What follows belongs to an exercise in optimizing a design on an open flow for small area and a short achievable clock period; a production flow would make more cautious choices. Where RTL was checked, it was by simulation tests only, not by an equivalence proof against the original.

## run A
Design wk512_munit, start of the top module:
module wk512_munit (
    input  wire        clk,
    input  wire        rst,         
    input  wire        in_valid,
    input  wire        in_short,
    input  wire [6:0]  in_opc,
    input  wire [4:0]  in_dst,
    input  wire [4:0]  in_src,
    input  wire [31:0] in_a,
    input  wire [31:0] in_b,
    input  wire        in_chain,
    output reg         g3_wen,
    output reg  [4:0]  g3_dst,
    output reg  [31:0] g3_data,
    output reg         g1_wen,
    output reg  [4:0]  g1_dst,
    output reg  [31:0] g1_data,
    output reg  [63:0] ac0,
    output reg  [63:0] ac1
);
Size in the first run: ~7400 cells after synthesis, about 600 flip-flops, about 290 I/O pins, about 0.055 mm² of cells after synthesis.
clock: 11.5 ns
lec_check: 0
abc_area: 1
cap_margin: 20
core_margin: 2
core_utilization: 30
place_density: 0.45
slew_margin: 20
synth_hierarchical: 1
synth_minimum_keep_size: 0
standard.sh (not shown) runs the stock make flow with config.mk's settings and CLKGATE_MAP_FILE= SYNTH_SCRIPT=/design/flow/synth_recipe.tcl, a recipe that flattens the netlist after the stock synthesis.
==> flow/flow/run.sh <==
#!/bin/bash
set -euo pipefail
export SETUP_SLACK_MARGIN=6.5
export BUFFER_PORTS_ARGS="-buffer_cell sky130_fd_sc_hd__buf_4"
bash standard.sh > standard_flow.log 2>&1
Input changes introduced in run B (baseline for comparison: run A):
Settings: removing ABC_AREA (formerly 1); changing PLACE_DENSITY from 0.45 to 0.55; setting CTS_BUF_LIST to sky130_fd_sc_hd__clkbuf_8 sky130_fd_sc_hd__clkbuf_4 for the first time; changing CORE_UTILIZATION from 30 to 45.
--- a/flow/flow/run.sh
+++ b/flow/flow/run.sh
@@ -4 +4 @@
-export BUFFER_PORTS_ARGS="-buffer_cell sky130_fd_sc_hd__buf_4"
+export BUFFER_PORTS_ARGS="-buffer_cell sky130_fd_sc_hd__buf_2"
## What came out
Max number of clock buffer instances in the layout across run A and run B: run B
[run B] met1 demand-to-capacity share in global routing rose 12 points relative to run A
Routed wire in run B totals less than in run A.
[compare] base=run A new=run B: global-route total usage across every layer has increased; number of instances in the synthesized netlist has decreased; design area has decreased; stage delay of the slowest cell on the critical path has decreased; area of the die has decreased.
Relative to run A, the detailed-route via count measured on run B has decreased by a little under 10%.
Comparing run A and run B, the higher number of antenna violations at the first check in global routing was measured on run B.
Inputs modified between run B and run C:
Settings: CTS_BUF_LIST removed (was sky130_fd_sc_hd__clkbuf_8 sky130_fd_sc_hd__clkbuf_4); CORE_UTILIZATION changed from 45 to 30; PLACE_DENSITY changed from 0.55 to 0.45.
--- a/flow/flow/run.sh
+++ b/flow/flow/run.sh
@@ -4 +4 @@
-export BUFFER_PORTS_ARGS="-buffer_cell sky130_fd_sc_hd__buf_2"
+export BUFFER_PORTS_ARGS="-buffer_cell sky130_fd_sc_hd__buf_4"
### Flow results
Run C vs. run B: non-clock buffer count went up by 3.5%.
Run comparison: run B worst setup path endpoint g1_data[30]; run C worst setup path endpoint g1_data[7]
Between run C and run B, the ratio of final minimum period to clock period is lower for run C.
Run C ended up with a lower first-iteration DRC count than run B did.
Post-detailed-route via-to-cell ratio, run C and run B, lower one = run C.
Between run B and run C, sum of routed wire length over all layers increased.
NOTE: minimum clock period in run C falls short of that of run B
--- input diff run C..run D ---
Settings: setting CTS_BUF_LIST to sky130_fd_sc_hd__clkbuf_8 sky130_fd_sc_hd__clkbuf_4 for the first time.
--- a/flow/flow/run.sh
+++ b/flow/flow/run.sh
@@ -4 +4 @@
-export BUFFER_PORTS_ARGS="-buffer_cell sky130_fd_sc_hd__buf_4"
+export BUFFER_PORTS_ARGS="-buffer_cell sky130_fd_sc_hd__buf_2"
Findings:
Run D went all the way through synthesis, placement and routing and the layout is clean on timing, DRC and antenna. Share of layout cells above drive strength 1 up 1.3 points in run D wrt run C. On die width, run C and run D are basically level. On post-layout minimum cycle time: between run C and run D, it ends up higher for run D. Summary of run D over run C: filler-free cell count of the finished design increased 1.1%, routed wire length essentially unchanged, detailed-route via count increased about 1%.
Inputs modified between run D and run E:
Settings: a change of CORE_UTILIZATION from 30 to 45; a deleted CTS_BUF_LIST that had been sky130_fd_sc_hd__clkbuf_8 sky130_fd_sc_hd__clkbuf_4; a change of PLACE_DENSITY from 0.45 to 0.55.
--- a/flow/flow/run.sh
+++ b/flow/flow/run.sh
@@ -4 +4 @@
-export BUFFER_PORTS_ARGS="-buffer_cell sky130_fd_sc_hd__buf_2"
+export BUFFER_PORTS_ARGS="-buffer_cell sky130_fd_sc_hd__buf_4"
### Flow results
Result: PASS for each of run D and run E
In the reports for run D and run E, the smaller number of antenna violations at the first check in global routing belongs to run E.
Compared with run D, run E shows routed via count divided by cell count that has gone up by more than 10%.
Cmp run D and run E / hold slack / lower: run D
When run E is set beside run D, its utilization turns out to be 17 points larger.
Run D → run E: total CTS buffers now smaller; flip-flop and latch count comparable; final area now smaller.
Compared to run D, run E has maximum clock rate about 5% higher.
Run D has higher shortest clock period the worst path allows after layout than run E.
Multi-input combinational area share was higher in the run labelled run E.
--- input diff run E..run F ---
Settings: putting CTS_BUF_LIST at sky130_fd_sc_hd__clkbuf_8 sky130_fd_sc_hd__clkbuf_4 where nothing was set; swapping 45 for 30 in CORE_UTILIZATION; swapping 0.55 for 0.45 in PLACE_DENSITY.
--- a/flow/flow/run.sh
+++ b/flow/flow/run.sh
@@ -3 +3 @@
-export SETUP_SLACK_MARGIN=6.5
+export SETUP_SLACK_MARGIN=6.75
==> run notes <==
- Overall routing resource usage for run F: 11 points down relative to run E
- Area growth from synthesis to final layout: run F vs run E up 6.8 points
- Run F vs run E — number of global-route vias before repair climbed by a few percent
- After detailed routing, run E needs less wire than run F.
- Summed area of non-filler cells in the final layout sits higher in run F than in run E.
- On cell count of the worst reg-to-reg path: between run E and run F, it ends up higher for run F.
- Looking at number of setup buffers added after CTS, run F sits about 230% above run E.
- Max post-layout worst setup margin across run E and run F: run E


wk512_munit, a different RTL version from the one above (not shown whole).
Size in the first run: about 290 I/O pins, about 56000 um2 of cells after synthesis.
// wk512_munit
module wk512_munit (
    input  wire        clk,
    input  wire        rst,         
    input  wire        in_valid,
    input  wire        in_short,
    input  wire [6:0]  in_opc,
    input  wire [4:0]  in_dst,
    input  wire [4:0]  in_src,
    input  wire [31:0] in_a,
    input  wire [31:0] in_b,
    input  wire        in_chain,
    output reg         g3_wen,
    output reg  [4:0]  g3_dst,
    output reg  [31:0] g3_data,
    output reg         g1_wen,
    output reg  [4:0]  g1_dst,
    output reg  [31:0] g1_data,
    output reg  [63:0] ac0,
    output reg  [63:0] ac1
);
export LEC_CHECK = 0
export CAP_MARGIN = 20
export CORE_MARGIN = 2
export CORE_UTILIZATION = 30
export PLACE_DENSITY = 0.45
export SETUP_SLACK_MARGIN = 5
export SLEW_MARGIN = 20
create_clock -name core_clock -period 11.5 [get_ports {clk}]
run.sh (not shown) runs the stock make flow with config.mk's settings and CLKGATE_MAP_FILE= SYNTH_SCRIPT=/design/flow/synth_recipe.tcl, a recipe that flattens the netlist after the stock synthesis.
Stock flow here: none of the scripts above is used.
Rerun with:
Settings changed: CORE_UTILIZATION 30 to 40, PLACE_DENSITY 0.45 to not set.
Effect:
- The new run finished clean
- count of clock-buffer cells in the layout shrinks by 10
- routed wire length shrinks by 6.9%
- via count grows by 1.6%
- synthesized area does not change
No functional check of the RTL was part of any run of this note.


v11:
Another version of the RTL of wk512_munit (not shown whole).
For scale: ~6900 cells after synthesis, roughly 550 flip-flops, roughly 290 I/O pins.
Settings: LEC_CHECK=0, ABC_CLOCK_PERIOD_IN_PS=6000, CAP_MARGIN=20, CORE_MARGIN=2, CORE_UTILIZATION=40, SETUP_SLACK_MARGIN=5, SLEW_MARGIN=20; clock period 11.5 ns.
--- input diff v11..v37 ---
# v11
export LEC_CHECK = 0
export ABC_CLOCK_PERIOD_IN_PS = 6000
export CAP_MARGIN = 20
export CORE_MARGIN = 2
export CORE_UTILIZATION = 40
export SETUP_SLACK_MARGIN = 5
export SLEW_MARGIN = 20
create_clock -name core_clock -period 11.5 [get_ports {clk}]
# v37
export LEC_CHECK = 0
export CAP_MARGIN = 20
export CORE_MARGIN = 2
export CORE_UTILIZATION = 40
export SLEW_MARGIN = 20
create_clock -name core_clock -period 11.5 [get_ports {clk}]
==> run notes <==
v11 -> v37: proportion of cell area spent on the clock network flat. For number of synthesized flops with an enable pin, v37 and v11 come out practically identical. When v37 is measured against v11, its maximum number of pins on one net before global-route repair turns out 16 higher. Summary of v37 over v11: met1 demand-to-capacity share in global routing has decreased; overall fraction of global-route tracks in use has decreased; total via count after detailed routing has decreased; register-to-register slack has decreased; final period utilization has increased. The maximum frequency of v37 was inferior to that of v11. v11 leaves more setup margin than v37.
No run of this note included a check of the RTL's function; only the layout flow was run.


RTL: one of the versions met above, not the one the previous note started from.
Size in the first run: roughly 290 I/O pins.
Settings: LEC_CHECK=0, CAP_MARGIN=20, CORE_MARGIN=2, CORE_UTILIZATION=30, PLACE_DENSITY=0.45, SLEW_MARGIN=20, SYNTH_HIERARCHICAL=1, SYNTH_MINIMUM_KEEP_SIZE=0; clock period 11.5 ns.
standard.sh (not shown) runs the stock make flow with config.mk's settings and CLKGATE_MAP_FILE= SYNTH_SCRIPT=/design/flow/synth_recipe.tcl, a recipe that flattens the netlist after the stock synthesis.
==> flow/flow/run.sh <==
#!/bin/bash
set -euo pipefail
export SETUP_SLACK_MARGIN=6
bash standard.sh > standard_flow.log 2>&1
The starting point completed with no timing, DRC or antenna violations.
Rerun with:
==> flow/flow/run.sh (replaced) <==
#!/bin/bash
set -euo pipefail
export SETUP_SLACK_MARGIN=6.5
export BUFFER_PORTS_ARGS="-buffer_cell sky130_fd_sc_hd__buf_4"
bash standard.sh > standard_flow.log 2>&1
- ABC_AREA: unset -> 1
- CORE_UTILIZATION: 30 -> 45
- PLACE_DENSITY: 0.45 -> 0.55
Effect: The new run finished with timing, DRC and antenna clean; setup slack gets better by 420 ps; die area came out lower by a quarter to a third.

==> port drivers added, routing unchanged <==
The flow's constraints put no driver on any port. The routed layouts listed below were extracted and timed again, unchanged, in two steps.
Step 1, drivers: a clkbuf_16 drives clk and a buf_2 each remaining input, both assumed.
Step 2 also shifts input and output timing later by t, the mid clock arrival at the registers, as if the neighbouring blocks saw the same clock.
Three values: ideal, step 1, step 2; two values: the first two.
| run | shift t [ns] | setup WS [ns] | slew at the worst register clock pin (ns) |
|---|---|---|---|
| run A | 0.760 | 6.459 / 6.374 / 5.812 | 0.07 / 0.07 |
| run B | 0.889 | 6.176 / 6.109 / 5.726 | 0.07 / 0.07 |
| run C | 0.737 | 6.279 / 6.212 / 5.883 | 0.07 / 0.07 |
| run D | 0.911 | 6.095 / 6.034 / 5.663 | 0.08 / 0.08 |
| run E | 0.717 | 6.355 / 6.287 / 5.821 | 0.07 / 0.07 |
| run F | 0.895 | 5.981 / 5.919 / 5.898 | 0.07 / 0.07 |
| the first run of note 2 | 0.738 | 4.927 / 4.907 / 4.170 | 0.07 / 0.07 |
| the second run of note 2 | 0.726 | 4.978 / 4.984 / 4.258 | 0.08 / 0.08 |
| v11 | 0.750 | 3.911 / 3.911 / 3.911 | 0.07 / 0.07 |
| v37 | 0.739 | 1.992 / 1.992 / 1.992 | 0.07 / 0.07 |
| the first run of note 4 | 0.752 | 6.043 / 5.976 / 5.434 | 0.07 / 0.07 |
| the second run of note 4 | 0.742 | 6.464 / 6.376 / 5.880 | 0.08 / 0.08 |
After both steps every run listed still meets setup and hold. For the first run of note 2, which loses most, drivers alone change the setup slack by -0.020 ns; drivers and shift together by -0.757 ns.
